This design comes from an exercise in tuning for small area, a short achievable clock period and few clock cycles per item on the open sky130 flow, not from production work. Only simulation tests tie the RTL to the original design; equivalence was not proved. Power and IR drop assume default switching activity.

$ cat design/flow/constraint.sdc
create_clock -name core_clock -period 6.0 [get_ports {clk}]
set_input_delay 1.2000 -clock core_clock [delete_from_list [all_inputs] [get_ports {clk}]]
set_output_delay 1.2000 -clock core_clock [all_outputs]
set_load 0.01 [all_outputs]
$ cat design/flow/standard.sh
#!/bin/bash
# synth_recipe.tcl (not shown) runs the flow's synth.tcl, then flattens the netlist and writes it again
# the make line also repeats each setting of config.mk as NAME=value (left out here)
make -C /OpenROAD-flow-scripts/flow DESIGN_CONFIG=/design/flow/config.mk WORK_HOME=/design/flow/orfs CLKGATE_MAP_FILE= SYNTH_SCRIPT=/design/flow/synth_recipe.tcl "${@:-finish}"
$ cat design/flow/flow/run.sh
#!/bin/bash
# The standard layout (standard.sh: the standard flow's synthesis and ORFS flow), with
# two changes to how it sizes cells:
#  - the ports are buffered with plain buffers (buf_2) instead of the
#    delay-type buffer buffer_ports picks by default;
#  - timing repair may swap a cell for one of another footprint.
set -euo pipefail
export BUFFER_PORTS_ARGS="-buffer_cell sky130_fd_sc_hd__buf_2"
bash standard.sh MATCH_CELL_FOOTPRINT=0 finish > standard_flow.log 2>&1
$ cat design/flow/design.v
module keccak_theta_d (
    input  wire [1599:0] s_in,
    output wire [319:0]  d_out
);
    wire [63:0] c [0:4];
    genvar x;
    generate
        for (x = 0; x < 5; x = x + 1) begin : g_c
            assign c[x] = s_in[64*x +: 64] ^ s_in[64*(x+5) +: 64] ^ s_in[64*(x+10) +: 64] ^
                          s_in[64*(x+15) +: 64] ^ s_in[64*(x+20) +: 64];
        end
        for (x = 0; x < 5; x = x + 1) begin : g_d
            assign d_out[64*x +: 64] = c[(x+4)%5] ^ {c[(x+1)%5][62:0], c[(x+1)%5][63]};
        end
    endgenerate
endmodule
module keccak_round (
    input  wire [1599:0] s_in,
    input  wire [4:0]    round,
    input  wire [1087:0] m,         
    input  wire          kp03,      
    input  wire          kp_rest,   
    input  wire          mv03,      
    input  wire          mv_mid,    
    output wire [1599:0] s_out      
);
    function automatic integer rho_off(input integer x, input integer y);
        case (x + 5 * y)
            0:  rho_off = 0;   1:  rho_off = 1;   2:  rho_off = 62;  3:  rho_off = 28;  4:  rho_off = 27;
            5:  rho_off = 36;  6:  rho_off = 44;  7:  rho_off = 6;   8:  rho_off = 55;  9:  rho_off = 20;
            10: rho_off = 3;   11: rho_off = 10;  12: rho_off = 43;  13: rho_off = 25;  14: rho_off = 39;
            15: rho_off = 41;  16: rho_off = 45;  17: rho_off = 15;  18: rho_off = 21;  19: rho_off = 8;
            20: rho_off = 18;  21: rho_off = 2;   22: rho_off = 61;  23: rho_off = 56;  24: rho_off = 14;
            default: rho_off = 0;
        endcase
    endfunction
    reg [63:0] rc;
    always @* begin
        case (round)
            5'd0: rc = 64'h0000000000000001;
            5'd1: rc = 64'h0000000000008082;
            5'd2: rc = 64'h800000000000808a;
            5'd3: rc = 64'h8000000080008000;
            5'd4: rc = 64'h000000000000808b;
            5'd5: rc = 64'h0000000080000001;
            5'd6: rc = 64'h8000000080008081;
            5'd7: rc = 64'h8000000000008009;
            5'd8: rc = 64'h000000000000008a;
            5'd9: rc = 64'h0000000000000088;
            5'd10: rc = 64'h0000000080008009;
            5'd11: rc = 64'h000000008000000a;
            5'd12: rc = 64'h000000008000808b;
            5'd13: rc = 64'h800000000000008b;
            5'd14: rc = 64'h8000000000008089;
            5'd15: rc = 64'h8000000000008003;
            5'd16: rc = 64'h8000000000008002;
            5'd17: rc = 64'h8000000000000080;
            5'd18: rc = 64'h000000000000800a;
            5'd19: rc = 64'h800000008000000a;
            5'd20: rc = 64'h8000000080008081;
            5'd21: rc = 64'h8000000000008080;
            5'd22: rc = 64'h0000000080000001;
            5'd23: rc = 64'h8000000080008008;
            default: rc = 64'h0;
        endcase
    end
    wire [63:0] a [0:24];
    wire [63:0] d [0:4];
    wire [63:0] b [0:24];
    wire [63:0] o [0:24];
    wire [319:0] d_all;
    keccak_theta_d u_theta (.s_in(s_in), .d_out(d_all));
    genvar x, y;
    generate
        for (x = 0; x < 25; x = x + 1) begin : g_in
            assign a[x] = s_in[64*x +: 64];
        end
        for (x = 0; x < 5; x = x + 1) begin : g_d
            assign d[x] = d_all[64*x +: 64];
        end
        for (x = 0; x < 5; x = x + 1) begin : g_rpx
            for (y = 0; y < 5; y = y + 1) begin : g_rpy
                if (rho_off(x, y) == 0) begin : g_r0
                    assign b[y + 5*((2*x+3*y)%5)] = a[x+5*y] ^ d[x];
                end else begin : g_rn
                    wire [63:0] t = a[x+5*y] ^ d[x];
                    assign b[y + 5*((2*x+3*y)%5)] = {t[63-rho_off(x, y):0], t[63:64-rho_off(x, y)]};
                end
            end
        end
        for (x = 0; x < 5; x = x + 1) begin : g_chx
            for (y = 0; y < 5; y = y + 1) begin : g_chy
                localparam integer L = x + 5 * y;
                wire kp = (L < 4) ? kp03 : kp_rest;
                wire [63:0] g;
                kc_and3b u_g (.an(b[(x+1)%5+5*y]), .b(b[(x+2)%5+5*y]), .c({64{kp}}), .y(g));
                if (L < 17) begin : g_abs
                    wire mv = (L < 4) ? mv03 : mv_mid;
                    wire [63:0] mm_n;    
                    wire [63:0] p_n;     
                    wire [63:0] q;
                    if (L == 0) begin : g_rc
                        assign mm_n = ~((m[63:0] & {64{mv}}) ^ (rc & {64{kp}}));
                    end else begin : g_norc
                        assign mm_n = ~(m[64*L +: 64] & {64{mv}});
                    end
                    kc_nand2 u_p (.a(b[L]), .b({64{kp}}), .y(p_n));
                    kc_xor2  u_q (.a(p_n), .b(mm_n), .y(q));
                    kc_xor2  u_o (.a(q), .b(g), .y(o[L]));
                end else begin : g_cap
                    wire [63:0] p_n;
                    kc_nand2 u_p (.a(b[L]), .b({64{kp}}), .y(p_n));
                    kc_xnor2 u_o (.a(p_n), .b(g), .y(o[L]));
                end
            end
        end
        for (x = 0; x < 25; x = x + 1) begin : g_out
            assign s_out[64*x +: 64] = o[x];
        end
    endgenerate
endmodule
module kc_and3b (input wire [63:0] an, input wire [63:0] b, input wire [63:0] c, output wire [63:0] y);
    assign y = ~an & b & c;
endmodule
module kc_nand2 (input wire [63:0] a, input wire [63:0] b, output wire [63:0] y);
    assign y = ~(a & b);
endmodule
module kc_xor2 (input wire [63:0] a, input wire [63:0] b, output wire [63:0] y);
    assign y = a ^ b;
endmodule
module kc_xnor2 (input wire [63:0] a, input wire [63:0] b, output wire [63:0] y);
    assign y = ~(a ^ b);
endmodule
module shake_chain (
    input  wire         clk,
    input  wire         rst,
    input  wire         in_valid,
    output wire         in_ready,
    input  wire [63:0]  in_data,
    input  wire [3:0]   in_nbytes,   
    input  wire         in_last,
    input  wire         in_org,      
    output wire         out_valid,
    input  wire         out_ready,
    output wire [255:0] out_hash,
    output wire [31:0]  out_n
);
    reg  [1023:0] bbuf;
    reg  [4:0]    wcnt;       
    reg           full;       
    reg           l16f;       
    reg           l16pad;     
    reg           wfirst;     
    reg           fill;       
    reg           padp;       
    reg           b_org;      
    reg           b_first;    
    reg           rdy;        
    reg  [1599:0] st;
    reg  [4:0]    rnd;
    reg           busy;       
    reg           cur_final;  
    reg           cur_org;    
    reg           outv;
    reg           hzero;      
    reg  [31:0]   num;
    assign     in_ready = rdy;
    wire       in_fire  = in_valid && rdy;
    wire       wr_fill  = fill && !full;
    wire       first_b  = in_fire && wfirst;
    wire [4:0] wcur     = (first_b && !in_org) ? 5'd4 : wcnt;
    wire       full8    = (in_nbytes == 4'd8);
    wire       fire16   = in_fire && full;     
    wire       fire_lo  = in_fire && !full;    
    reg [63:0] data_p;
    integer i;
    always @* begin
        for (i = 0; i < 8; i = i + 1)
            data_p[8*i +: 8] = (!in_last || (i < in_nbytes)) ? in_data[8*i +: 8] :
                               ((i == in_nbytes) ? 8'h1F : 8'h00);
    end
    wire [63:0] src = fill ? 64'd0 : data_p;
    genvar gl;
    generate
        for (gl = 0; gl < 16; gl = gl + 1) begin : g_lane
            wire en = fire_lo ? (wcur == gl) : (wr_fill && wcnt <= gl);
            wire [63:0] d = src | {59'd0, {5{wr_fill && padp && wcnt == gl}}};
            always @(posedge clk) begin
                if (en) bbuf[64*gl +: 64] <= d;
            end
        end
    endgenerate
    wire        end16 = in_last && !full8;
    wire [63:0] m16   = l16f ? {1'b1, 58'd0, {5{l16pad}}} : (data_p | {end16, 63'd0});
    wire r_last   = (rnd == 5'd23);
    wire opp_run  = busy && r_last && full && (cur_final ? (b_first && !b_org) : 1'b1);
    wire opp_idle = !busy && full && (!b_org || !outv);
    wire ready16  = l16f || fire16;
    wire c_run    = opp_run && ready16;
    wire c_idle   = opp_idle && ready16;
    wire consume  = c_run || c_idle;
    wire stall   = (r_last && !cur_final && !c_run) || (outv && !out_ready);
    wire hold    = busy ? stall : !c_idle;
    wire hold03  = hold || (c_idle && !b_org && !hzero);
    wire kp03    = busy;
    wire kp_rest = busy && !(r_last && cur_final);
    wire mv03    = consume && !(b_first && !b_org);
    wire mv_mid  = consume;
    wire fin     = busy && !stall && r_last && cur_final;
    reg [4:0] wcnt_n, rnd_n;
    reg full_n, l16f_n, l16pad_n, wfirst_n, fill_n, padp_n, b_org_n, b_first_n;
    reg busy_n, cur_final_n, cur_org_n, outv_n, opp_n;
    always @* begin
        wcnt_n    = wcnt;
        full_n    = full;
        l16f_n    = l16f;
        l16pad_n  = l16pad;
        wfirst_n  = wfirst;
        fill_n    = fill;
        padp_n    = padp;
        b_org_n   = b_org;
        b_first_n = b_first;
        if (consume) begin
            full_n = 1'b0;
            wcnt_n = 5'd0;
        end
        if (in_fire) begin
            wfirst_n = in_last;
            if (in_last) begin
                fill_n = !fire16 || full8;
                padp_n = full8;
            end
        end
        if (fire_lo) begin
            wcnt_n = wcur + 5'd1;
            full_n = (wcur == 5'd15) && !in_last;
            l16f_n = 1'b0;
            if (first_b) begin
                b_first_n = 1'b1;
                b_org_n   = in_org;
            end else if (wcur == 5'd0) begin
                b_first_n = 1'b0;
            end
        end
        if (wr_fill) begin
            wcnt_n   = 5'd0;
            full_n   = 1'b1;
            fill_n   = 1'b0;
            l16f_n   = 1'b1;
            l16pad_n = padp && (wcnt == 5'd16);
            if (wcnt == 5'd0) b_first_n = 1'b0;
        end
        busy_n      = busy ? (fin ? c_run : 1'b1) : c_idle;
        rnd_n       = busy ? (stall ? rnd : (r_last ? 5'd0 : rnd + 5'd1)) :
                             (c_idle ? 5'd0 : rnd);
        cur_final_n = consume ? (l16f || end16) : cur_final;
        cur_org_n   = (consume && b_first) ? b_org : cur_org;
        outv_n      = fin || (outv && !out_ready);
        opp_n       = full_n &&
                      ((busy_n && rnd_n == 5'd23 && (cur_final_n ? (b_first_n && !b_org_n) : 1'b1)) ||
                       (!busy_n && (!b_org_n || !outv_n)));
    end
    always @(posedge clk) begin
        if (rst) begin
            wcnt    <= 5'd0;
            full    <= 1'b0;
            l16f    <= 1'b0;
            l16pad  <= 1'b0;
            wfirst  <= 1'b1;
            fill    <= 1'b0;
            padp    <= 1'b0;
            b_org   <= 1'b0;
            b_first <= 1'b0;
            rdy     <= 1'b1;
        end else begin
            wcnt    <= wcnt_n;
            full    <= full_n;
            l16f    <= l16f_n;
            l16pad  <= l16pad_n;
            wfirst  <= wfirst_n;
            fill    <= fill_n;
            padp    <= padp_n;
            b_org   <= b_org_n;
            b_first <= b_first_n;
            rdy     <= (!full_n && !fill_n) || (full_n && !l16f_n && opp_n);
        end
    end
    wire [1599:0] nxt;
    keccak_round u_round (
        .s_in    (st),
        .round   (rnd),
        .m       ({m16, bbuf}),
        .kp03    (kp03),
        .kp_rest (kp_rest),
        .mv03    (mv03),
        .mv_mid  (mv_mid),
        .s_out   (nxt)
    );
    always @(posedge clk) begin
        if (!hold03)
            st[255:0] <= nxt[255:0];
        if (!hold)
            st[1599:256] <= nxt[1599:256];
    end
    always @(posedge clk) begin
        if (rst) begin
            rnd       <= 5'd0;
            busy      <= 1'b0;
            cur_final <= 1'b0;
            cur_org   <= 1'b0;
            outv      <= 1'b0;
            hzero     <= 1'b1;
            num       <= 32'd0;
        end else begin
            rnd       <= rnd_n;
            busy      <= busy_n;
            cur_final <= cur_final_n;
            cur_org   <= cur_org_n;
            outv      <= outv_n;
            if (fin) begin
                hzero <= 1'b0;
                num   <= cur_org ? 32'd0 : num + 32'd1;
            end
        end
    end
    assign out_valid = outv;
    assign out_hash  = st[255:0];
    assign out_n     = num;
endmodule
$ cat design/flow/config.mk
export PLATFORM = sky130hd
export DESIGN_NAME = shake_chain
export DESIGN_NICKNAME = shake_chain
export VERILOG_FILES = /design/flow/design.v
export SDC_FILE = /design/flow/constraint.sdc
export NUM_CORES = 4
export LEC_CHECK = 0
export CAP_MARGIN = 40
export CORE_MARGIN = 2
export CORE_UTILIZATION = 25
export PLACE_DENSITY = 0.35
export SETUP_SLACK_MARGIN = 2.5
export SLEW_MARGIN = 40
export SYNTH_HIERARCHICAL = 1
==> results of run 1 <==
synth_stat cells (10+ instances only):
cell type / n
xor2_1: 3984
buf_2: 51
or3_1: 12
o21ai_0: 23
nand3_1: 25
inv_1: 17
nand4_1: 13
xnor2_1: 968
and3b_1: 1602
nand2b_1: 12
edfxtp_1: 2624
nor3_1: 16
dfxtp_1: 56
xnor2_2: 320
o21a_1: 14
and2_1: 51
and3_1: 10
ha_1: 15
nand2_1: 2835
a21oi_1: 32
xnor3_1: 320
buf_4: 257
clkbuf_1: 425
nor2_1: 164
worst max-delay path, cell delays in order (launching register included):
cell and delay (ns):
edfxtp_1 0.68, xnor3_1 0.45, xnor2_2 0.51, xor2_1 0.20
buf_4 0.29, xor2_2 0.58, and3b_1 0.28, xor2_1 0.39
power groups by stage:
stage,clock network (mW),logic (mW),registers (mW)
after floorplan,0,17.8,24.8
after global placement,0,75.4,24.9
after detailed placement,0,81.1,25.0
after CTS,22.9,82.2,24.6
after global routing,23.4,81.9,24.7
final,22.5,85.3,24.6
Yosys stat by module (local to each module, per instance):
module	cells	times used	flip-flops and latches
kc_nand2	64	25	0
keccak_theta_d	1280	1	0
shake_chain	3625	1	2680
keccak_round	3203	1	0
kc_and3b	64	25	0
kc_xor2	64	34	0
kc_xnor2	64	8	0
placed cells by master (no fill, tap or decap), types with 21 or more instances in the layout:
master	n
xnor2_4	43
clkbuf_1	91
bufinv_16	29
xnor2_2	447
xnor2_1	798
xnor3_1	320
clkinv_2	52
clkbuf_16	381
diode_2	240
nand3_1	25
buf_16	60
xor2_2	511
buf_2	363
dfxtp_1	52
xor2_4	394
buf_4	793
o21ai_0	21
and2_1	39
and3b_1	1602
buf_12	108
edfxtp_1	2624
nand2_1	2832
a21oi_1	29
clkinv_1	84
xor2_1	3079
nor2_1	156
routing by layer:
metal | share of wire [%] | vias to the layer above | wire length [um]
met5 | 0.047 | - | 523
met4 | 7.7 | 76 | 86900
met3 | 8.0 | 1278 | 89400
met2 | 44 | 5718 | 491000
met1 | 41 | 62700 | 456000
li1 | - | 48400 | -
worst min-delay path by stage:
stage               slack, ns  endpoint  cells after the start  startpoint
finish                   0.46     hzero                      2       hzero
global route             0.49     hzero                      2       hzero
global placement         0.45     hzero                      2       hzero
floorplan                0.42     hzero                      2       hzero
CTS                      0.40     b_org                      3      in_org
detailed placement       0.45     hzero                      2       hzero
cells by family after synthesis:
kind of cell / after synthesis
AO/OA/AOI/OAI: 146
XOR/XNOR: 5592
adder cells (fa/ha/maj): 15
buffers and inverters: 760
flip-flops: 2680
multiplexers: 6
AND/OR/NAND/NOR: 4797
sequential cells by signal, indices dropped and copies added (netlist names):
signal / cells
st: 1600
bbuf: 1024
b_first: 1
cur_final: 1
wcnt: 5
fill: 1
wfirst: 1
rdy: 1
l16f: 1
cur_org: 1
outv: 1
padp: 1
hzero: 1
rnd: 5
l16pad: 1
full: 1
b_org: 1
num: 32
busy: 1
what timing repair did:
item	CTS	global route
gates cloned	2	5
buffers inserted	36	13
pin swaps	12	8
gates resized for setup	93	47
hold buffers	0	0
setup endpoints to repair	1448	738
area by class of cell:
cell class	count	area (sq um)	share of cell area, %
multi-input cells	10600	96900	45.7
flip-flops and latches	2680	79900	37.7
repair buffers	1348	12000	5.63
well taps	8909	11100	5.25
clock buffers	466	9730	4.58
clock inverters	191	1870	0.882
diodes	240	601	0.283
inverters	17	80.1	0.0377
repair inverters	1	8.76	0.00413
==> impl_metrics.ini, run 1 <==
[drt]
totalWireLength_um = 1120000
first_iter_violations = 17600
wl_per_cell_um = 46.1
vias_per_cell = 4.84
ant_nets = 0
drcViolationCount = 0
dr_total_vias = 118000
drtPass1Iterations = 6

[power]
clockPowerShare_pct = 17.0
pwr-share-comb_pct = 64.5
power_leakage_nw = 85.4
switching_share_pct = 58.1
intPower_mw = 55.5
p_total_mw = 132
seqPwrFrac_pct = 18.6
power.density_nw_per_um2 = 624
switchingPower_mw = 76.9
ir_drop_mv = 0.322

[cts]
numCtsBuffers = 368
clockBufferDepth = 4
clockRootBuffer = clkbuf_16
cts_max_level = 5
clk_latency_ns = 1.08
path_clk_slew_ns = 0.06
cts_tree = done
cts_sinks = 2680

[sta]
drv_slew = 0
hold_viol_final = 0
rsz0062_at_grt = true
fin_ws_ns = 2.31
period_minus_slack_ns = 3.69
min_period_over_period_pct = 61.4
tightest_slew_ns = 1.07
fin_hold_ws_ns = 0.460
setup_viol = 0
max-slew-margin-rel_pct = 28.2
setup-tns-final_ns = 0
fin_skew_ns = 0.0858
max_freq_mhz = 271

[yosys]
synth_warnings = 9
yosysTopAreaCell = edfxtp_1
synth_edf_count = 2624
synth_simple_gate_area_share_pct = 15.9
async_reset_ff_share_pct = 0
yosysTopAreaCellShare_pct = 47.1
synthTopCellsByArea = edfxtp_1, xor2_1, and3b_1, nand2_1, xnor2_1
synth_top_family_by_area = XOR/XNOR gates
synth_fa_ha_area_share_pct = 0.112
synthDistinctLibCells = 75
synth_xor_area_share_pct = 33.3
syn_area_per_cell_sq_um = 12.0
ys_seq_area_share_pct = 47.7
synth_seq_cells = 2680
synth_compound_area_share_pct = 0.600
synth_area_sq_um = 167000
syn-num-nets = 14100
synth_ff_type = edfxtp_1
synthCells = 14000
synthMuxAreaShare_pct = 0.0396

[global_routing]
grt.total_usage_pct = 32.1
grt_use_met1_pct = 41.5
grt_pass1_vias = 108000
grt_overflow = 0
top_usage_layer = met2
antenna_found_initial = 244
use_met2_pct = 49.1
grt_pass1_wl_um = 1360000
met3_usage_pct = 6.68
grt_max_degree = 147

[layout]
syn2layout_area_growth_pct = 26.8
layout.cells.non_filler = 24400
nets = 15100
stdcell_area_sq_um = 212000
drive_gt1_share_pct = 21.6
final_util_pct = 31.8
nFillCells = 67400

[floorplan]
start_util_pct = 25.1
rows = 300
dieHeight_um = 822
fp.dieW_um = 822
die_area_sq_um = 676000
io_pins = 364
core_sq_um = 667000

[worst_setup_path]
cp-end-kind = flop
worstSetupStartpointType = flop
endpoint = st[995]
r2r_setup_slack_ns = 2.31
cp.required_ns = 6.83
r2r-start = st[319]
crit_type = flop to flop
cp.arrival_ns = 4.51
r2r_end = st[995]
crit_start = st[319]
path_max_fanout = 5
worstRegToRegCells = 7

[min_path]
hold_class = flop to flop

[run_status]
status = finished clean

[placed_design]
post-place-ws_ns = 1.45
dpl.hpwl_um = 936000
placed_cell_area_sq_um = 198000
io_buffers = 363
routabilityCongestion = 1.04
dp_cells = 23500

[run]
cap_viol_max_count = 0
Testbench counts, summed over its fixed seeds: cycles 14,856, bytes 74,081.
==> inputs of run 2 (changes only) <==
--- a/design/flow/config.mk
+++ b/design/flow/config.mk
@@ -9,5 +9,5 @@
 export CORE_MARGIN = 2
 export CORE_UTILIZATION = 25
-export PLACE_DENSITY = 0.35
+export PLACE_DENSITY = 0.55
 export SETUP_SLACK_MARGIN = 2.5
 export SLEW_MARGIN = 40
==> run 2 against run 1 <==
Effect of this change:
- still clean on timing, DRC and antenna
- register-to-register slack improved by 0.02 ns
- critical path depth unchanged
- first-iteration DRC count increased by 19%
- fmax increased by 0.57%
- area after synthesis unchanged
- design area decreased by 1.8%
- clock power decreased by 7%
- worst hold slack improved by 0.0083 ns
- core utilization decreased by 0.57 points
- non-clock buffer count decreased by 167
- cell count decreased by 0.91%
- combinational power decreased by 6.4%
- critical path type unchanged
- highest routed layer unchanged
==> impl_metrics.ini, run 2 <==
[placed_design]
io_buffers = 363
routabilityCongestion = 1.09
dpl.hpwl_um = 870000
post-place-ws_ns = 1.46

[global_routing]
grt_pass1_vias = 106000
grt_pass1_wl_um = 1270000
grt_max_degree = 137
grt.total_usage_pct = 29.6
grt_overflow = 0
antenna_found_initial = 291

[sta]
min_period_over_period_pct = 61.1
rsz0062_at_grt = false
period_minus_slack_ns = 3.67
setup_viol = 0
hold_viol_final = 0
fin_ws_ns = 2.33
setup-tns-final_ns = 0
max_freq_mhz = 273
fin_skew_ns = 0.115
max-slew-margin-rel_pct = 21.9
fin_hold_ws_ns = 0.468
tightest_slew_ns = 1.17
drv_slew = 0

[yosys]
synthTopCellsByArea = edfxtp_1, xor2_1, and3b_1, nand2_1, xnor2_1
synth_simple_gate_area_share_pct = 15.9
syn-num-nets = 14100
synth_warnings = 9
synth_fa_ha_area_share_pct = 0.112
synth_area_sq_um = 167000
synth_compound_area_share_pct = 0.600
synth_ff_type = edfxtp_1
synthMuxAreaShare_pct = 0.0396
yosysTopAreaCell = edfxtp_1
synth_common_cells = xor2_1, nand2_1, edfxtp_1, and3b_1, xnor2_1
synth_xor_area_share_pct = 33.3
synthCells = 14000
async_reset_ff_share_pct = 0
synth_edf_count = 2624
synthDistinctLibCells = 75
ys_seq_area_share_pct = 47.7
syn_area_per_cell_sq_um = 12.0
synth_most_common_cell = xor2_1
yosysTopAreaCellShare_pct = 47.1
synth_top_family_by_area = XOR/XNOR gates
synth_seq_cells = 2680

[drt]
ant_nets = 0
vias_per_cell = 5.00
drtPass1Iterations = 9
wl_per_cell_um = 43.1
dr_total_vias = 121000
drcViolationCount = 0
totalWireLength_um = 1040000
first_iter_violations = 20800

[floorplan]
dieHeight_um = 822
start_util_pct = 25.1
die_area_sq_um = 676000
rows = 300
core_sq_um = 667000
fp.dieW_um = 822
io_pins = 364

[layout]
drive_gt1_share_pct = 20.3
nets = 14900
layout_commonest_cell = xor2_1
top_regs = st: 1600 flops, bbuf: 1024 flops, num: 32 flops
largest_reg_flops = 1600
syn2layout_area_growth_pct = 24.5
nFillCells = 67300
top_register = st
final_cell_mix = xor2_1, nand2_1, edfxtp_1, and3b_1, xnor2_1

[cts]
cts_sinks = 2680
cts_max_level = 5
ctsHoldBuffers = 0
numCtsBuffers = 337
clk_latency_ns = 1.07
path_clk_slew_ns = 0.06
cts_tree = done
clockRootBuffer = clkbuf_16
clockBufferDepth = 4

[power]
power.density_nw_per_um2 = 601
ir_drop_mv = 0.298
power_leakage_nw = 83.8

[worst_setup_path]
crit_type = flop to flop
worstSetupStartpointType = flop
cp.arrival_ns = 4.41
cp.required_ns = 6.74
cp-end-kind = flop
path_max_fanout = 5

[run]
cap_viol_max_count = 0

[run_status]
status = finished clean

[min_path]
hold_class = flop to flop
run 2: kinds of logic after synthesis:
logic type               Yosys count
XOR/XNOR                        5592
AND/OR/NAND/NOR                 4797
flip-flops                      2680
buffers and inverters            760
AO/OA/AOI/OAI                    146
adder cells (fa/ha/maj)           15
multiplexers                       6
run 2: per-stage QoR:
stage	std cells	instance area, sq um	power [mW]	util (%)
detailed placement	23300	195000	99.1	29.2
floorplan	14000	167000	42.5	-
CTS	23900	207000	121	31.0
global route	24000	208000	122	31.1
finish	24200	208000	125	31.2
global placement	23300	187000	94.5	28.1
run 2: final cells by class:
type | instances | area (sq um) | share of cell area (%)
clock inverter | 204 | 2040 | 0.978
timing repair buffer | 1181 | 9770 | 4.69
clock buffer | 408 | 8740 | 4.19
timing repair inverter | 1 | 8.76 | 0.00420
multi-input combinational | 10600 | 96100 | 46.1
antenna | 229 | 573 | 0.275
inverter | 17 | 90.1 | 0.0432
sequential | 2680 | 79900 | 38.4
tap | 8909 | 11100 | 5.35
run 2: repair_timing:
action | CTS | global route
pin swaps | 13 | 14
endpoints found under the setup margin | 2034 | 486
setup buffers | 24 | 23
gates cloned | 2 | 3
gates resized for setup | 117 | 43
run 2: critical path, cell delays in order, from the launching register on:
cell and delay, ns:
edfxtp_1 0.52, xnor3_1 0.50, xnor2_2 0.61, xnor2_1 0.19, buf_4 0.28, xor2_1 0.83, and3b_1 0.31, xnor2_1 0.09
run 2: routing by layer:
layer / GRT usage [%] / vias to the layer above / part of all wire (%)
met3: 8.18 / 1648 / 11
met1: 37.2 / 63300 / 38
met5: 0 / - / 0.082
met2: 43.1 / 7960 / 42
li1: - / 48000 / -
met4: 22.4 / 96 / 9.3
run 2: per-module statistics from Yosys (local to each module, per instance):
module | cells | flops+latches | cell area [sq um] | times used
shake_chain | 3625 | 2680 | 85500 | 1
keccak_round | 3203 | 0 | 20400 | 1
keccak_theta_d | 1280 | 0 | 18000 | 1
kc_and3b | 64 | 0 | 561 | 25
kc_xnor2 | 64 | 0 | 561 | 8
kc_xor2 | 64 | 0 | 561 | 34
kc_nand2 | 64 | 0 | 240 | 25
run 2: path summary, 6_finish.rpt:
kind	cells after the start	slack [ns]	start	end
max reg2reg	7	2.33	st[61]	st[1317]
max	7	2.33	st[61]	st[1317]
min reg2reg	2	0.47	hzero	hzero
min	2	0.47	hzero	hzero
run 2: power by group:
group,leakage (nW),internal (mW),switching (mW)
registers,24.9,22.9,1.70
logic,53.6,18.0,61.8
clock network,5.25,11.5,9.42
total,83.8,52.4,72.9
==> inputs of run 3 (changes only) <==
--- a/design/flow/config.mk
+++ b/design/flow/config.mk
@@ -10,5 +10,5 @@
 export CORE_UTILIZATION = 25
 export PLACE_DENSITY = 0.55
-export SETUP_SLACK_MARGIN = 2.5
+export SETUP_SLACK_MARGIN = 2.75
 export SLEW_MARGIN = 40
 export SYNTH_HIERARCHICAL = 1
==> run 3 against run 2 <==
Effect of this change:
- critical endpoint is now st[691]
- via count grew 1.2%
- worst hold slack gained 0.021 ns
- synthesized cell count stayed put
==> impl_metrics.ini, run 3 <==
[drt]
ant_nets = 0
dr_total_vias = 122000
wl_per_cell_um = 42.9
first_iter_violations = 20200
vias_per_cell = 5.01
drcViolationCount = 0
drtPass1Iterations = 6
totalWireLength_um = 1050000

[sta]
max_freq_mhz = 286
fin_ws_ns = 2.51
max-slew-margin-rel_pct = 23.3
hold_viol_final = 0
setup-tns-final_ns = 0
rsz0062_at_grt = true
min_period_over_period_pct = 58.2
setup_viol = 0
fin_skew_ns = 0.127
period_minus_slack_ns = 3.49
tightest_slew_ns = 1.15
drv_slew = 0

[layout]
nets = 15100
final_util_pct = 32.4
drive_gt1_share_pct = 22.6
syn2layout_area_growth_pct = 29.2
nFillCells = 66500
layout_commonest_cell = xor2_1
top_regs = st: 1600 flops, bbuf: 1024 flops, num: 32 flops
stdcell_area_sq_um = 216000
layout.cells.non_filler = 24500
top_register = st
final_cell_mix = xor2_1, nand2_1, edfxtp_1, and3b_1, buf_4
largest_reg_flops = 1600

[floorplan]
die_area_sq_um = 676000
core_sq_um = 667000
rows = 300
fp.dieW_um = 822
dieHeight_um = 822
start_util_pct = 25.1
io_pins = 364

[power]
power.density_nw_per_um2 = 605
ir_drop_mv = 0.317
power_leakage_nw = 86.4

[global_routing]
grt_max_degree = 137
grt_pass1_wl_um = 1280000
grt.total_usage_pct = 29.8
antenna_found_initial = 282
grt_overflow = 0
grt_pass1_vias = 108000

[placed_design]
post-place-ws_ns = 1.46
dpl.hpwl_um = 870000
io_buffers = 363
placed_cell_area_sq_um = 195000
dp_cells = 23300
routabilityCongestion = 1.09

[run_status]
status = finished clean

[cts]
clockBufferDepth = 4
clk_latency_ns = 1.12
cts_max_level = 5
ctsHoldBuffers = 0
cts_sinks = 2680
clockRootBuffer = clkbuf_16
path_clk_slew_ns = 0.07
numCtsBuffers = 337
cts_tree = done

[yosys]
synth_edf_count = 2624
synth_seq_cells = 2680
synthCells = 14000
synth_area_sq_um = 167000
syn_area_per_cell_sq_um = 12.0
yosysTopAreaCell = edfxtp_1
synthTopCellsByArea = edfxtp_1, xor2_1, and3b_1, nand2_1, xnor2_1
synth_most_common_cell = xor2_1
synthDistinctLibCells = 75
ys_seq_area_share_pct = 47.7
synth_ff_type = edfxtp_1
syn-num-nets = 14100
async_reset_ff_share_pct = 0
yosysTopAreaCellShare_pct = 47.1
synth_warnings = 9
synth_common_cells = xor2_1, nand2_1, edfxtp_1, and3b_1, xnor2_1

[worst_setup_path]
slowest_stage = xor2_4
cp-end-kind = flop
worstSetupStartpointType = flop
crit_chain = xnor2_1, xnor2_2, xnor2_4, xor2_4, and3b_1, xor2_1
crit_type = flop to flop
cp.required_ns = 6.82
cp.arrival_ns = 4.32
cp_slowest_stage_delay_ns = 0.65
path_max_fanout = 5

[run]
cap_viol_max_count = 0

[min_path]
hold_class = primary input to flop
-- run 3: cell counts after synthesis --
No cell type changed its count.
-- run 3: cell type report --
| class | instances | area [sq um] | share of cell area (%) |
|---|---|---|---|
| Multi-Input combinational cell | 10600 | 100000 | 46.3 |
| Sequential cell | 2680 | 79900 | 36.9 |
| Timing Repair Buffer | 1430 | 13600 | 6.29 |
| Tap cell | 8909 | 11100 | 5.15 |
| Clock buffer | 408 | 8740 | 4.04 |
| Clock inverter | 204 | 2040 | 0.942 |
| Antenna cell | 247 | 618 | 0.286 |
| Inverter | 17 | 90.1 | 0.0416 |
| Timing Repair inverter | 1 | 8.76 | 0.00405 |
-- run 3: where the power goes --
part	internal (mW)	switching, mW	total (mW)
registers	22.9	1.66	24.6
logic	21.7	63.7	85.4
clock network	11.5	9.43	20.9
total	56.1	74.7	131
-- run 3: layer usage --
layer | wire length [um] | vias up | global-route usage, %
li1 | - | 48500 | -
met1 | 390000 | 64000 | 37.1
met2 | 440000 | 8169 | 43.3
met3 | 121000 | 1742 | 8.95
met4 | 97200 | 86 | 22.9
met5 | 1080 | - | 0
-- run 3: cells by family (layout without fill, tap and decap cells) --
logic type	after synthesis	count (layout)	share of synthesized area (%)
other	0	247	0
DFF	2680	2680	47.7
and+or+nand+nor	4797	4797	15.9
xor gates and xnor gates	5592	5592	33.3
buffers and inverters	760	2060	2.33
AOI/OAI and AO/OA	146	148	0.600
adders and majority gates	15	15	0.112
muxes	6	6	0.0396
-- run 3: path summary, 6_finish.rpt --
| path | cells after the start | end | from | slack, ns |
|---|---|---|---|---|
| hold reg to reg | 2 | num[1] | num[1] | 0.50 |
| setup / recovery | 6 | st[691] | st[1069] | 2.51 |
| setup reg to reg | 6 | st[691] | st[1069] | 2.51 |
| hold / removal | 3 | b_org | in_org | 0.49 |
-- run 3: critical path: cells and delay by family, from the launching register on --
family,cells,cell delay [ns]
xor gates and xnor gates,5,2.16
DFF,1,0.60
and+or+nand+nor,1,0.39
-- run 3: repair_timing --
action	4_1_cts	5_1_grt
gates resized for setup	466	155
setup buffers	216	75
pin swaps	101	46
cloned	7	5
endpoints found under the setup margin	3385	1467
-- run 3: modules after synthesis, one instance, submodules excluded --
module,copies in the design,flops+latches
kc_and3b,25,0
kc_nand2,25,0
kc_xnor2,8,0
kc_xor2,34,0
keccak_round,1,0
keccak_theta_d,1,0
shake_chain,1,2680
-- run 3: stage by stage --
stage               hold WS [ns]  power, mW
detailed placement         0.459       99.1
CTS                        0.464        125
global route               0.514        128
finish                     0.489        131
floorplan                  0.422       42.5
global placement           0.444       94.5
==> inputs of run 4 (changes only) <==
==> design/flow/run.sh (new file) <==
#!/bin/bash
# synth_recipe.tcl (not shown) runs the flow's synth.tcl, then flattens the netlist and writes it again
# the make line also repeats each setting of config.mk as NAME=value (left out here)
make -C /OpenROAD-flow-scripts/flow DESIGN_CONFIG=/design/flow/config.mk WORK_HOME=/design/flow/orfs CLKGATE_MAP_FILE= SYNTH_SCRIPT=/design/flow/synth_recipe.tcl finish
--- a/design/flow/config.mk
+++ b/design/flow/config.mk
@@ -9,6 +9,6 @@
 export CORE_MARGIN = 2
 export CORE_UTILIZATION = 25
-export PLACE_DENSITY = 0.55
-export SETUP_SLACK_MARGIN = 2.75
+export PLACE_DENSITY = 0.35
+export SETUP_SLACK_MARGIN = 2.6
 export SLEW_MARGIN = 40
 export SYNTH_HIERARCHICAL = 1
removed: design/flow/flow/run.sh
removed: design/flow/standard.sh
==> run 4 against run 3 <==
Effect of this change:
- routed wire length up 7.2%
- total power up 1.9%
- critical path depth up 3
- fmax is 1.3% lower
- critical path type unchanged
- worst setup slack worse by 0.044 ns
- core utilization rose by 0.054 points
- largest cell class unchanged
- area after synthesis unchanged
- sequential power is essentially flat
- clock power rose by 7%
- largest power group unchanged
- combinational power grew 2%
- clock skew shrank 0.042 ns
==> impl_metrics.ini, run 4 <==
[run_status]
status = finished clean

[power]
switching_share_pct = 58.0
pwr-share-comb_pct = 65.0
clockPowerShare_pct = 16.7
ir_drop_mv = 0.310
switchingPower_mw = 77.3
power_leakage_nw = 87.0
intPower_mw = 56.0
seqPwrFrac_pct = 18.3
power.density_nw_per_um2 = 615

[layout]
top_register = st
final_cell_mix = xor2_1, nand2_1, edfxtp_1, and3b_1, buf_4
largest_reg_flops = 1600
layout_commonest_cell = xor2_1
drive_gt1_share_pct = 20.9
top_regs = st: 1600 flops, bbuf: 1024 flops, num: 32 flops
stdcell_area_sq_um = 217000
nets = 15400
syn2layout_area_growth_pct = 29.5

[sta]
setup_viol = 0
drv_slew = 0
hold_viol_final = 0
setup-tns-final_ns = 0
tightest_slew_ns = 1.02
min_period_over_period_pct = 59.0
max-slew-margin-rel_pct = 31.6
fin_skew_ns = 0.0849
rsz0062_at_grt = true
max_freq_mhz = 283
period_minus_slack_ns = 3.54

[global_routing]
use_met2_pct = 49.0
grt_use_met1_pct = 41.2
met3_usage_pct = 7.16
grt_pass1_vias = 109000
top_usage_layer = met2
grt_pass1_wl_um = 1370000
grt_overflow = 0
grt.total_usage_pct = 32.2
grt_max_degree = 163
antenna_found_initial = 236

[placed_design]
dpl.hpwl_um = 936000
placed_cell_area_sq_um = 199000
io_buffers = 363
routabilityCongestion = 1.02

[floorplan]
dieHeight_um = 822
start_util_pct = 25.1
core_sq_um = 667000
rows = 300
io_pins = 364
die_area_sq_um = 676000
fp.dieW_um = 822

[yosys]
synthCells = 14000
synth_area_sq_um = 167000
async_reset_ff_share_pct = 0
syn_area_per_cell_sq_um = 12.0
synth_ff_type = edfxtp_1
syn-num-nets = 14100
yosysTopAreaCellShare_pct = 47.1
synth_common_cells = xor2_1, nand2_1, edfxtp_1, and3b_1, xnor2_1
ys_seq_area_share_pct = 47.7
synthDistinctLibCells = 75
synth_seq_cells = 2680
synthTopCellsByArea = edfxtp_1, xor2_1, and3b_1, nand2_1, xnor2_1
synth_most_common_cell = xor2_1
synth_edf_count = 2624
synth_warnings = 9
yosysTopAreaCell = edfxtp_1

[worst_setup_path]
cp.arrival_ns = 4.36
cp.required_ns = 6.82
crit_start = st[15]
cp_slowest_stage_delay_ns = 0.72
worstSetupStartpointType = flop
slowest_stage = xor2_1
cp-end-kind = flop
crit_chain = buf_12, buf_4, xnor3_1, xnor2_2, xnor2_1, buf_4, xor2_1, and3b_1, xnor2_1
r2r-start = st[15]
path_max_fanout = 5
crit_type = flop to flop

[drt]
drcViolationCount = 0
drtPass1Iterations = 5
first_iter_violations = 16400
wl_per_cell_um = 45.6
ant_nets = 0
dr_total_vias = 119000
vias_per_cell = 4.83
totalWireLength_um = 1130000

[cts]
cts_max_level = 5
clockBufferDepth = 4
cts_sinks = 2680
numCtsBuffers = 372
cts_tree = done
path_clk_slew_ns = 0.06
clockRootBuffer = clkbuf_16
ctsHoldBuffers = 0
clk_latency_ns = 1.09

[run]
cap_viol_max_count = 0

[min_path]
hold_class = flop to flop
hp-start = hzero
## run 4: cell counts after synthesis
Identical to the previous run, type by type.
## run 4: path summary, 6_finish.rpt
path,slack (ns),endpoint,cells after the start
worst max-delay path,2.46,st[1489],9
worst min-delay path,0.46,hzero,2
worst max register to register,2.46,st[1489],9
worst min register to register,0.46,hzero,2
## run 4: per-stage QoR
step                      setup WS, ns  power [mW]  instances  hold WS (ns)  utilization (%)
after floorplan                 -41.01        42.5      14000         0.422                -
after global placement           0.669         101      23400         0.447             28.6
after detailed placement         0.894         106      23500         0.453             29.9
after CTS                         2.57         130      24400         0.460             32.2
after global routing              2.51         131      24500         0.477             32.4
final                             2.46         133      24700         0.459             32.5
## run 4: logic make-up after synthesis
family          share of synthesized area, %
mux                                   0.0396
xor+xnor                                33.3
fa+ha+maj                              0.112
flops                                   47.7
compound gates                         0.600
buf+inv                                 2.33
simple gates                            15.9
## run 4: layout make-up
type | count | area, sq um
fill | 67000 | 451000
clock inverter | 212 | 1780
tap | 8909 | 11100
multi-input combinational | 10600 | 97300
sequential | 2680 | 79900
clock buffer | 462 | 9770
inverter | 17 | 80.1
antenna | 212 | 531
timing repair inverter | 1 | 8.76
timing repair buffer | 1642 | 16200
## run 4: per-module statistics from Yosys (local to each module, per instance)
module / cells inside / flip-flops and latches / cell area, sq um / times used
shake_chain: 3625 / 2680 / 85500 / 1
keccak_round: 3203 / 0 / 20400 / 1
keccak_theta_d: 1280 / 0 / 18000 / 1
kc_and3b: 64 / 0 / 561 / 25
kc_xnor2: 64 / 0 / 561 / 8
kc_xor2: 64 / 0 / 561 / 34
kc_nand2: 64 / 0 / 240 / 25
## run 4: what timing repair did
item	CTS	global route
gates resized for setup	228	55
pin swaps	29	13
cloned	1	3
setup buffers	296	25
endpoints found under the setup margin	3017	710
## run 4: routing by layer
metal | vias up | share of wire [%] | routed length (um)
li1 | 48900 | - | -
met1 | 63000 | 40 | 455000
met2 | 5758 | 44 | 490000
met3 | 1339 | 8.0 | 90400
met4 | 84 | 7.9 | 89100
met5 | - | 0.049 | 557
## run 4: worst max-delay path, delay by kind of cell, from the launching register on
kind	cells	cell delay, ns
flip-flops	1	0.41
XOR/XNOR	5	2.02
AND/OR/NAND/NOR	1	0.27
buffers and inverters	3	0.56
## run 4: power groups by stage
stage          combinational [mW]  clock, mW  sequential (mW)
6_report                     86.7       22.3             24.3
2_1_floorplan                17.8          0             24.8
5_1_grt                      83.4       23.2             24.4
3_3_place_gp                 75.8          0             24.9
4_1_cts                      83.5       22.7             24.3
3_5_place_dp                 81.3          0             25.0
==> inputs of run 5 (changes only) <==
--- a/design/flow/config.mk
+++ b/design/flow/config.mk
@@ -9,5 +9,5 @@
 export CORE_MARGIN = 2
 export CORE_UTILIZATION = 25
-export PLACE_DENSITY = 0.35
+export PLACE_DENSITY = 0.55
 export SETUP_SLACK_MARGIN = 2.6
 export SLEW_MARGIN = 40
==> run 5 against run 4 <==
Effect of this change:
- core utilization fell by 0.26 points
- die area unchanged
- clock skew increased by 0.054 ns
- global-route usage fell by 2.4 points
- sequential power barely moved
- largest power group unchanged
==> impl_metrics.ini, run 5 <==
[worst_setup_path]
critPathBufInv = 0
crit_type = flop to flop
worstSetupStartpointType = flop
cp.required_ns = 6.77
path_max_fanout = 5
cp.arrival_ns = 4.32
cp-end-kind = flop
crit_family = XOR/XNOR gates
crit_chain = xnor3_1, xnor2_2, xnor2_4, xor2_4, and3b_1, xor2_1
cp_slowest_stage_delay_ns = 0.65
slowest_stage = xnor3_1

[power]
ir_drop_mv = 0.321
p_total_mw = 127
power.density_nw_per_um2 = 593
power_leakage_nw = 85.8

[cts]
ctsHoldBuffers = 0
path_clk_slew_ns = 0.06
cts_max_level = 5
cts_tree = done
numCtsBuffers = 343
cts_sinks = 2680
clockRootBuffer = clkbuf_16
clk_latency_ns = 1.09
clockBufferDepth = 4

[floorplan]
core_sq_um = 667000
dieHeight_um = 822
start_util_pct = 25.1
die_area_sq_um = 676000
fp.dieW_um = 822
rows = 300
io_pins = 364

[drt]
top_layer = met5
vias_per_cell = 4.98
totalWireLength_um = 1050000
met2WireLength_um = 433000
ant_nets = 0
wl_per_cell_um = 42.8
dr_total_vias = 122000
drcViolationCount = 0
drtPass1Iterations = 6
route.met3.wl_um = 115000
first_iter_violations = 20400
wl_met1_um = 396000

[yosys]
synth_seq_cells = 2680
synth_common_cells = xor2_1, nand2_1, edfxtp_1, and3b_1, xnor2_1
syn_area_per_cell_sq_um = 12.0
synth_area_sq_um = 167000
synthDistinctLibCells = 75
syn-num-nets = 14100
synth_warnings = 9
ys_seq_area_share_pct = 47.7
synthTopCellsByArea = edfxtp_1, xor2_1, and3b_1, nand2_1, xnor2_1
synth_edf_count = 2624
yosysTopAreaCell = edfxtp_1
async_reset_ff_share_pct = 0
synth_ff_type = edfxtp_1
synthCells = 14000
yosysTopAreaCellShare_pct = 47.1
synth_most_common_cell = xor2_1

[layout]
layout_commonest_cell = xor2_1
stdcell_area_sq_um = 215000
nFillCells = 66700
drive_gt1_share_pct = 19.9
final_util_pct = 32.2
nets = 15200
top_register = st
top_regs = st: 1600 flops, bbuf: 1024 flops, num: 32 flops
layout.cells.non_filler = 24500
final_cell_mix = xor2_1, nand2_1, edfxtp_1, and3b_1, buf_4
syn2layout_area_growth_pct = 28.4
largest_reg_flops = 1600

[placed_design]
dpl.hpwl_um = 880000
post-place-ws_ns = 1.02
routabilityCongestion = 1.08
dp_cells = 23300
io_buffers = 363
placed_cell_area_sq_um = 197000

[sta]
drv_slew = 0
setup_viol = 0
min_period_over_period_pct = 59.3
max_freq_mhz = 281
hold_viol_final = 0
tightest_slew_ns = 1.12
fin_skew_ns = 0.139
fin_ws_ns = 2.44
setup-tns-final_ns = 0
period_minus_slack_ns = 3.56
max-slew-margin-rel_pct = 25.4
fin_hold_ws_ns = 0.462
rsz0062_at_grt = true

[global_routing]
grt.total_usage_pct = 29.9
grt_overflow = 0
antenna_found_initial = 217
grt_max_degree = 160
grt_pass1_wl_um = 1280000
grt_pass1_vias = 109000

[run_status]
status = finished clean

[min_path]
hold_class = flop to flop

[run]
cap_viol_max_count = 0
-- run 5: final cells by class --
| type | instances | area, sq um | area share, % |
|---|---|---|---|
| multi-input combinational | 10600 | 97800 | 45.5 |
| sequential | 2680 | 79900 | 37.2 |
| timing repair buffer | 1504 | 14700 | 6.83 |
| tap | 8909 | 11100 | 5.19 |
| clock buffer | 422 | 8880 | 4.13 |
| clock inverter | 190 | 1910 | 0.889 |
| antenna | 202 | 505 | 0.235 |
| inverter | 17 | 80.1 | 0.0373 |
| timing repair inverter | 2 | 17.5 | 0.00815 |
-- run 5: modules after synthesis, one instance, submodules excluded --
module / cell area, sq um / cells / copies in the design
kc_and3b: 561 / 64 / 25
kc_nand2: 240 / 64 / 25
kc_xnor2: 561 / 64 / 8
kc_xor2: 561 / 64 / 34
keccak_round: 20400 / 3203 / 1
keccak_theta_d: 18000 / 1280 / 1
shake_chain: 85500 / 3625 / 1
-- run 5: worst min-delay path, delay by kind of cell, from the launching register on --
kind	cells	cell delay (ns)
flip-flops	1	0.32
AND/OR/NAND/NOR	2	0.10
-- run 5: what timing repair did --
action | CTS | global route
setup endpoints to repair | 2857 | 899
setup buffers | 347 | 17
gates resized for setup | 287 | 77
cloned | 2 | 0
pin swaps | 42 | 16
-- run 5: worst paths after layout --
path            from        to  slack (ns)  depth (start not counted)
max          st[371]  st[1085]        2.44                          6
min            hzero     hzero        0.46                          2
max reg2reg  st[371]  st[1085]        2.44                          6
min reg2reg    hzero     hzero        0.46                          2
-- run 5: logic make-up after synthesis --
family / after synthesis / share of synthesized area (%)
adder cells (fa/ha/maj): 15 / 0.112
buffers and inverters: 760 / 2.33
AO/OA/AOI/OAI: 146 / 0.600
XOR/XNOR: 5592 / 33.3
AND/OR/NAND/NOR: 4797 / 15.9
multiplexers: 6 / 0.0396
flip-flops: 2680 / 47.7
-- run 5: per-layer routing --
metal	vias to the layer above	GRT usage, %
met5	-	0
met4	80	24.2
met3	1707	8.30
met2	7780	42.8
met1	63800	37.5
li1	48600	-
-- run 5: power breakdown --
group / total [mW] / switching (mW) / internal (mW)
sequential: 24.4 / 1.50 / 22.9
clock: 20.9 / 9.43 / 11.4
combinational: 82.1 / 62.7 / 19.4

-- static timing again, ports no longer ideal --
How much do the figures lean on ideal ports? The routed layouts below were timed once more, with nothing changed but the port constraints.
Step 1: set_driving_cell puts a clkbuf_16 on clk and a buf_2 on each other input, an assumption about the parent block.
Step 2 times the ports against the registers' clock, not the clock port: input delays grow and output delays shrink by t, the midpoint of the rising clock arrivals with the driver on.
Three values: ideal, step 1, step 2; two values: the first two.
run	t, ns	slack for setup (ns)	worst hold slack (ns)	clock arrival spread, ns	cell pins on the clock port's net
run 1	1.173	2.313 / 2.313 / 1.635	0.460 / 0.369 / 0.460	0.089 / 0.089	1
run 2	1.151	2.334 / 2.334 / 1.346	0.468 / 0.432 / 0.468	0.119 / 0.119	1
run 3	1.164	2.506 / 2.506 / 1.551	0.489 / 0.423 / 0.497	0.127 / 0.128	1
run 4	1.192	2.461 / 2.461 / 1.488	0.459 / 0.459 / 0.459	0.085 / 0.085	1
run 5	1.160	2.442 / 2.442 / 1.498	0.462 / 0.462 / 0.462	0.142 / 0.142	1
After both steps setup and hold are still met in every run listed. For run 2, which loses most, drivers alone change the setup slack by 0.000 ns; drivers and shift together by -0.988 ns.
